Background: an optimization exercise with open tools, aiming at small area and a short achievable clock period. Do not read the settings as production practice.
Only simulation tests tie the RTL to the original design; equivalence was not proved.
No activity file was given, so power comes from the tool's default toggle rates.

==> flow/design.v, too long to show whole: its modules and the start of the top module <==
// module frame_phase: 2428 lines
module frame_phase (
    input  wire        clk,
    input  wire        rst_n,         
    input  wire        cmd_valid,
    input  wire [2:0]  cmd_op,
    input  wire [2:0]  cmd_frame,
    input  wire [63:0] cmd_tick,      
    input  wire [63:0] cmd_data,
    output reg         r_valid,
    output reg  [47:0] r_acc,
    output wire [47:0] r_phase
);
  // ...
==> flow/flow/run.sh <==
#!/bin/bash
set -euo pipefail
bash standard.sh SETUP_SLACK_MARGIN=13.3 "BUFFER_PORTS_ARGS=-buffer_cell sky130_fd_sc_hd__buf_2" finish > flow_make.log 2>&1
==> flow/standard.sh <==
#!/bin/bash
# synth_recipe.tcl (not shown) runs the flow's synth.tcl, then flattens the netlist and writes it again
# the make line also repeats each setting of config.mk as NAME=value (left out here)
make -C /OpenROAD-flow-scripts/flow DESIGN_CONFIG=/design/flow/config.mk WORK_HOME=/design/flow/orfs CLKGATE_MAP_FILE= SYNTH_SCRIPT=/design/flow/synth_recipe.tcl "${@:-finish}"
==> flow/config.mk <==
export PLATFORM = sky130hd
export DESIGN_NAME = frame_phase
export DESIGN_NICKNAME = frame_phase
export VERILOG_FILES = /design/flow/design.v
export SDC_FILE = /design/flow/constraint.sdc
export NUM_CORES = 4
export LEC_CHECK = 0
export ABC_AREA = 1
export CAP_MARGIN = 20
export CORE_MARGIN = 2
export CORE_UTILIZATION = 60
export CTS_BUF_LIST = sky130_fd_sc_hd__clkbuf_16
export CTS_CLUSTER_DIAMETER = 80
export CTS_CLUSTER_SIZE = 25
export SLEW_MARGIN = 20
==> flow/constraint.sdc <==
create_clock -name core_clock -period 18.0 [get_ports {clk}]
set_input_delay 3.6000 -clock core_clock [delete_from_list [all_inputs] [get_ports {clk}]]
set_output_delay 3.6000 -clock core_clock [all_outputs]
set_load 0.01 [all_outputs]
==> out/qor.yml, run 1 <==
p_per_area_mw_per_mm2: 73.1
final_nets: 7696
drt_pre_antenna_iters: 9
wl_per_cell_um: 30.7
p_comb_frac: 0.091
worstMarginPinSlew_ns: 1.18
r2r_cells: 12
path_depth: 1
yosysMostFrequentCell: "edfxtp_1"
p_leak_nw: 31.6
setup_ws_ns: 13.16
synth_top_area_frac: 0.385
signal_buffer_area_fraction: 0.0569
cp.required_ns: 14.40
p_clk_mw: 2.14
met2_usage: 0.585
area_delta_synth_final_pct: 13.1
dpl_worst_slack_ns: 12.02
reg2reg_slack_ns: 13.18
postRouteWirelength_um: 265000
hold_violations: 0
status: "complete, no violations"
synth_top_family_by_area: "adder cells"
clock_path_buffers: 3
ios: 234
whs_path_depth: 0
==> run 2: changes to the inputs <==
--- a/flow/design.v
+++ b/flow/design.v
@@ -15,50 +15,50 @@
     localparam OP_SHIFT     = 3'd2;
     localparam OP_SET_PHASE = 3'd3;
     localparam OP_PAULI     = 3'd4;
     localparam OP_WR_PHASE  = 3'd5;
     localparam OP_WR_ANCHOR = 3'd6;
     localparam OP_WR_CTRL   = 3'd7;
     wire acc_cmd = rst_n & cmd_valid;
     reg  [7:0]  s0_sel;      
-    reg         s0_q, s0_clr, s0_sh, s0_sp, s0_pauli, s0_wp, s0_ctrl;
+    reg         s0_q, s0_clr, s0_sh, s0_sp, s0_pauli, s0_wp, s0_ctrl, s0_setf, s0_wa;
     reg  [47:0] s0_tick;     
-    reg  [31:0] s0_data;
+    reg  [48:0] s0_data;
     always @(posedge clk) begin
         s0_sel   <= 8'd1 << cmd_frame;
         s0_q     <= acc_cmd & (cmd_op == OP_QUERY);
         s0_clr   <= acc_cmd & (cmd_op == OP_SET_FREQ) & cmd_data[48];
         s0_sh    <= acc_cmd & (cmd_op == OP_SHIFT);
         s0_sp    <= acc_cmd & (cmd_op == OP_SET_PHASE);
         s0_pauli <= acc_cmd & (cmd_op == OP_PAULI);
         s0_wp    <= acc_cmd & (cmd_op == OP_WR_PHASE);
         s0_ctrl  <= acc_cmd & (cmd_op == OP_WR_CTRL);
+        s0_setf  <= acc_cmd & (cmd_op == OP_SET_FREQ);
+        s0_wa    <= acc_cmd & (cmd_op == OP_WR_ANCHOR);
         s0_tick  <= cmd_tick[47:0];
-        s0_data  <= cmd_data[31:0];
+        s0_data  <= cmd_data[48:0];
     end
     reg [47:0] freq0, freq1, freq2, freq3, freq4, freq5, freq6, freq7;
     reg [47:0] anch0, anch1, anch2, anch3, anch4, anch5, anch6, anch7;
     reg [7:0]  freq_ok, anch_ok;
     wire [7:0] in_sel = 8'd1 << cmd_frame;
-    wire in_setf  = cmd_valid & (cmd_op == OP_SET_FREQ);
-    wire in_wa    = cmd_valid & (cmd_op == OP_WR_ANCHOR);
-    wire in_wanch = in_wa | (in_setf & cmd_data[48]);
-    wire [7:0] we_freq = {8{in_setf}} & in_sel;
-    wire [7:0] we_anch = {8{in_wanch}} & in_sel;
-    wire [47:0] anch_new = in_wa ? cmd_data[47:0] : cmd_tick[47:0];
+    wire s0_wanch = s0_wa | (s0_setf & s0_data[48]);
+    wire [7:0] we_freq = {8{s0_setf}} & s0_sel;
+    wire [7:0] we_anch = {8{s0_wanch}} & s0_sel;
+    wire [47:0] anch_new = s0_wa ? s0_data[47:0] : s0_tick;
     always @(posedge clk) begin
-        if (we_freq[0]) freq0 <= cmd_data[47:0];
-        if (we_freq[1]) freq1 <= cmd_data[47:0];
-        if (we_freq[2]) freq2 <= cmd_data[47:0];
-        if (we_freq[3]) freq3 <= cmd_data[47:0];
-        if (we_freq[4]) freq4 <= cmd_data[47:0];
-        if (we_freq[5]) freq5 <= cmd_data[47:0];
-        if (we_freq[6]) freq6 <= cmd_data[47:0];
-        if (we_freq[7]) freq7 <= cmd_data[47:0];
+        if (we_freq[0]) freq0 <= s0_data[47:0];
+        if (we_freq[1]) freq1 <= s0_data[47:0];
+        if (we_freq[2]) freq2 <= s0_data[47:0];
+        if (we_freq[3]) freq3 <= s0_data[47:0];
+        if (we_freq[4]) freq4 <= s0_data[47:0];
+        if (we_freq[5]) freq5 <= s0_data[47:0];
+        if (we_freq[6]) freq6 <= s0_data[47:0];
+        if (we_freq[7]) freq7 <= s0_data[47:0];
         if (we_anch[0]) anch0 <= anch_new;
         if (we_anch[1]) anch1 <= anch_new;
         if (we_anch[2]) anch2 <= anch_new;
         if (we_anch[3]) anch3 <= anch_new;
         if (we_anch[4]) anch4 <= anch_new;
         if (we_anch[5]) anch5 <= anch_new;
         if (we_anch[6]) anch6 <= anch_new;
         if (we_anch[7]) anch7 <= anch_new;
==> flow/flow/run.sh (replaced) <==
#!/bin/bash
set -euo pipefail
bash standard.sh SETUP_SLACK_MARGIN=13.1 "BUFFER_PORTS_ARGS=-buffer_cell sky130_fd_sc_hd__buf_2" finish > flow_make.log 2>&1
==> run 2 against run 1 <==
Effect of this change: first-iteration DRC count fell by 1.5%; worst setup slack lost 0.15 ns; cell area shrank 2.2%; critical path depth rose by 13; synthesized cell count increased by 2.2%; register-to-register slack worse by 0.17 ns; routed wire length is 3.6% lower; combinational power is 19% lower; critical endpoint is now s2_c16; highest routed layer unchanged.
==> out/qor.yml, run 2 <==
status: "complete, no violations"  # unchanged
cp.required_ns: 18.54  # was 14.40 ns
cp_cell_sequence: "inv_2 -> buf_8 -> o22ai_2 -> xor2_1 -> fa_1 -> inv_1 -> fa_2 -> fa_1 -> fa_1 -> inv_1 -> ha_4 -> ha_4 -> nand2_1 -> o211ai_1"  # was buf_6
dpl_cell_area_mm2: 0.0831  # was 0.0826 mm²
worstSetupPathType: "reg -> reg"  # was reg -> out
path_clk_slew_ns: 0.08  # was 0.09 ns
place_inst: 8477  # was 8311
numCtsBuffers: 82  # was 83
vias_per_cell: 6.26  # was 6.42
p_per_area_mw_per_mm2: 73.8  # was 73.1 mW/mm²
grt_pass1_vias: 53200  # was 54000
start_util: 0.603  # was 0.605
final_max_slew_viol_count: 0  # unchanged
synth-edff-count: 1024  # unchanged
hold_class: "reg -> reg"  # unchanged
final_nets: 7754  # was 7696
htreeDepth: 3  # unchanged
core_area_mm2: 0.133  # was 0.132 mm²
synth_cells: 6766  # was 6622
wl_per_cell_um: 29.4  # was 30.7 µm
cp_slowest_cell: "o211ai_1"  # was dfxtp_4
multiInputGateArea_mm2: 0.0360  # was 0.0366 mm²
rsz0062_at_grt: "yes"  # unchanged
fin_setup_tns_ns: 0  # unchanged
largest_reg_flops: 49
drt_pre_antenna_iters: 7  # was 9
yosysMostFrequentCell: "nand2_1"  # was edfxtp_1
max_stage_delay_ns: 0.89  # was 0.38 ns
die_w_um: 370  # was 369 µm
synth-seq-cells: 1553  # was 1534
ys_top_cells_by_area: "edfxtp_1 38%, fa_1 15%, dfxtp_1 13%, xor2_1 7.2%, nand2_1 5.2%"  # was edfxtp_1 39%, fa_1 16%, dfxtp_1 13%, xor2_1 7.3%, nand2_1 4.6%
drt_iter0_drc: 6970  # was 7074
ctsHoldBuffers: 0  # unchanged
final_cell_area_mm2: 0.0882  # was 0.0902 mm²
portBuffers: 202  # unchanged
grt_max_degree: 60  # was 54
synth_top_area_frac: 0.383  # was 0.385
fill_cells: 10100  # was 9663
stdcell_count: 8702  # was 8631
antenna_found_initial: 7  # was 15
area_delta_synth_final_pct: 9.78  # was 13.1%
finalCritPeriodShare: 0.277  # was 0.269
vias: 54500  # was 55400
layout_commonest_cell: "nand2_1"  # was edfxtp_1
seq_area_frac_synth: 0.514  # was 0.513
grt_usage: 0.371  # was 0.382
fp.dieH_um: 370  # was 369 µm
synthArstFlopShare: 0  # unchanged
worstMarginPinSlew_ns: 1.13  # was 1.18 ns
holdWs_ns: 0.309  # was 0.327 ns
avgSynthCellArea_um2: 11.9  # was 12.1 µm²
reg2reg_slack_ns: 13.01  # was 13.18 ns
netlist_top_cells_count: "1109 x nand2_1, 1024 x edfxtp_1, 664 x xor2_1"  # was 1024 x edfxtp_1, 972 x nand2_1, 668 x xor2_1
synthDistinctLibCells: 62  # was 61
maxCapViolations: 0  # unchanged
hold_violations: 0  # unchanged
path_common_cell: "fa_1"
cts_tree: "yes"  # unchanged
place_congestion: 0.985  # was 0.957
seqCellArea_mm2: 0.0415  # was 0.0412 mm²
critPathTopFamily: "adder cells"  # was flip-flops
fmax_mhz: 200  # was 206 MHz
dieArea_mm2: 0.137  # was 0.136 mm²
worst_clock_skew_ns: 0.0526  # was 0.0686 ns
syn-num-nets: 7659  # was 7515
final_cell_mix: "1105 x nand2_1, 1024 x edfxtp_1, 652 x xor2_1"  # was 1024 x edfxtp_1, 959 x nand2_1, 651 x xor2_1
setup_ws_ns: 13.01  # was 13.16 ns
dpl_worst_slack_ns: 12.22  # was 12.02 ns
num_rows: 134  # was 133
crit_fanout: 36  # was 1
synth-main-ff-cell: "edfxtp_1"  # unchanged
ir_drop_v: 0.0000992  # was 0.000101 V
crit_buf_inv: 4  # was 1
fin_util: 0.662  # was 0.685
max_slew_margin: 0.241  # was 0.212
dp_hpwl_um: 162000  # was 159000 µm
cts_root_buf: "clkbuf_16"  # unchanged
synth.largest_area_cell: "edfxtp_1"  # unchanged
postRouteWirelength_um: 256000  # was 265000 µm
ios: 234  # unchanged
clock_path_buffers: 3  # unchanged
grt_pass1_wl_um: 366000  # was 372000 µm
p_leak_nw: 30.8  # was 31.6 nW
drtAntennaViolNets: 0  # unchanged
layout-drive-gt1-share: 0.129  # was 0.167
top_register: "s0_data"
clk_latency_ns: 0.74  # was 0.75 ns
min_period_ns: 4.99  # was 4.84 ns
grt_overflow: 0  # unchanged
yosysWarningCount: 1  # unchanged
arrival_ns: 5.54  # was 1.24 ns
total_power_mw: 6.51  # was 6.60 mW
clkSinkCount: 1553  # was 1534
crit_path_end_kind: "flip-flop"  # was primary output
setup_viol: 0  # unchanged
drcViolationCount: 0  # unchanged
post_synth_instance_area_mm2: 0.0804  # was 0.0798 mm²
critical_path.startpoint_type: "flip-flop"  # unchanged
run 2: final timing paths:
path | start | to | cells after the start
worst max register to register | s1_dt[11] | s2_c16 | 14
worst min register to register | s2_lo[9] | r_acc[9] | 0
worst min-delay path | s2_lo[9] | r_acc[9] | 0
worst max-delay path | s1_dt[11] | s2_c16 | 14
run 2: logic make-up (layout without fill, tap and decap cells):
| family | after synthesis | count (layout) | synth area share |
|---|---|---|---|
| fa+ha+maj | 756 | 756 | 0.176 |
| other cells | 0 | 5 | 0 |
| mux | 47 | 47 | 0.00649 |
| flops | 1553 | 1553 | 0.514 |
| buf+inv | 967 | 1130 | 0.0471 |
| simple gates | 1649 | 1649 | 0.0882 |
| compound gates | 1054 | 1054 | 0.0875 |
| xor+xnor | 740 | 740 | 0.0806 |
run 2: timing repair:
action,CTS,global route
gates resized for setup,226,208
buffers inserted,34,20
cloned,6,8
pin swaps,8,28
endpoints found under the setup margin,152,110
run 2: worst register-to-register path, delay by kind of cell (launching register included):
family | cells | cell delay (ns)
buf+inv | 4 | 0.54
compound gates | 2 | 1.15
fa+ha+maj | 6 | 2.55
xor+xnor | 1 | 0.18
flops | 1 | 0.34
simple gates | 1 | 0.05
run 2: power by group:
group	internal, mW	switching [mW]	total, mW
Clock	0.896	1.20	2.10
Combinational	0.147	0.338	0.485
Sequential	3.85	0.0776	3.92
run 2: per-layer routing:
| layer | wire (µm) | global-route usage | up-vias |
|---|---|---|---|
| met4 | 16200 | 0.194 | 4 |
| li1 | - | - | 23400 |
| met5 | 78 | 0.000699 | - |
| met2 | 116000 | 0.572 | 3308 |
| met1 | 95700 | 0.487 | 27000 |
| met3 | 27700 | 0.0955 | 761 |
run 2: area by class of cell:
cell class | count | share of cell area
diodes | 5 | 0.000142
clock buffers | 83 | 0.0235
clock inverters | 69 | 0.00631
inverters | 576 | 0.0268
multi-input cells | 4246 | 0.408
flip-flops and latches | 1553 | 0.470
well taps | 1768 | 0.0251
repair buffers | 398 | 0.0395
repair inverters | 4 | 0.000326

afterwards: timing with drivers on the ports:
In the flow no input, the clock included, has a driving cell. The finished layouts below were timed again as built, in two steps.
Step 1 sets driving cells, clkbuf_16 on the clock port and buf_2 on the other inputs (assumed; they add their load-dependent delay and slew).
Step 2 also shifts input and output timing later by t, the mid clock arrival at the registers, as if the neighbouring blocks saw the same clock.
Three values: ideal, step 1, step 2; two values: the first two.
run | t (ns) | slack for setup (ns) | hold slack, ns | clock arrival spread, ns | cell pins on the clock port's net
run 1 | 0.801 | 13.155 / 13.074 / 12.514 | 0.327 / 0.327 / 0.327 | 0.071 / 0.072 | 1
run 2 | 0.804 | 13.005 / 13.005 / 12.526 | 0.309 / 0.309 / 0.309 | 0.056 / 0.056 | 1
After both steps every run listed still meets setup and hold. For run 1, which loses most, drivers alone change the setup slack by -0.081 ns; drivers and shift together by -0.641 ns.
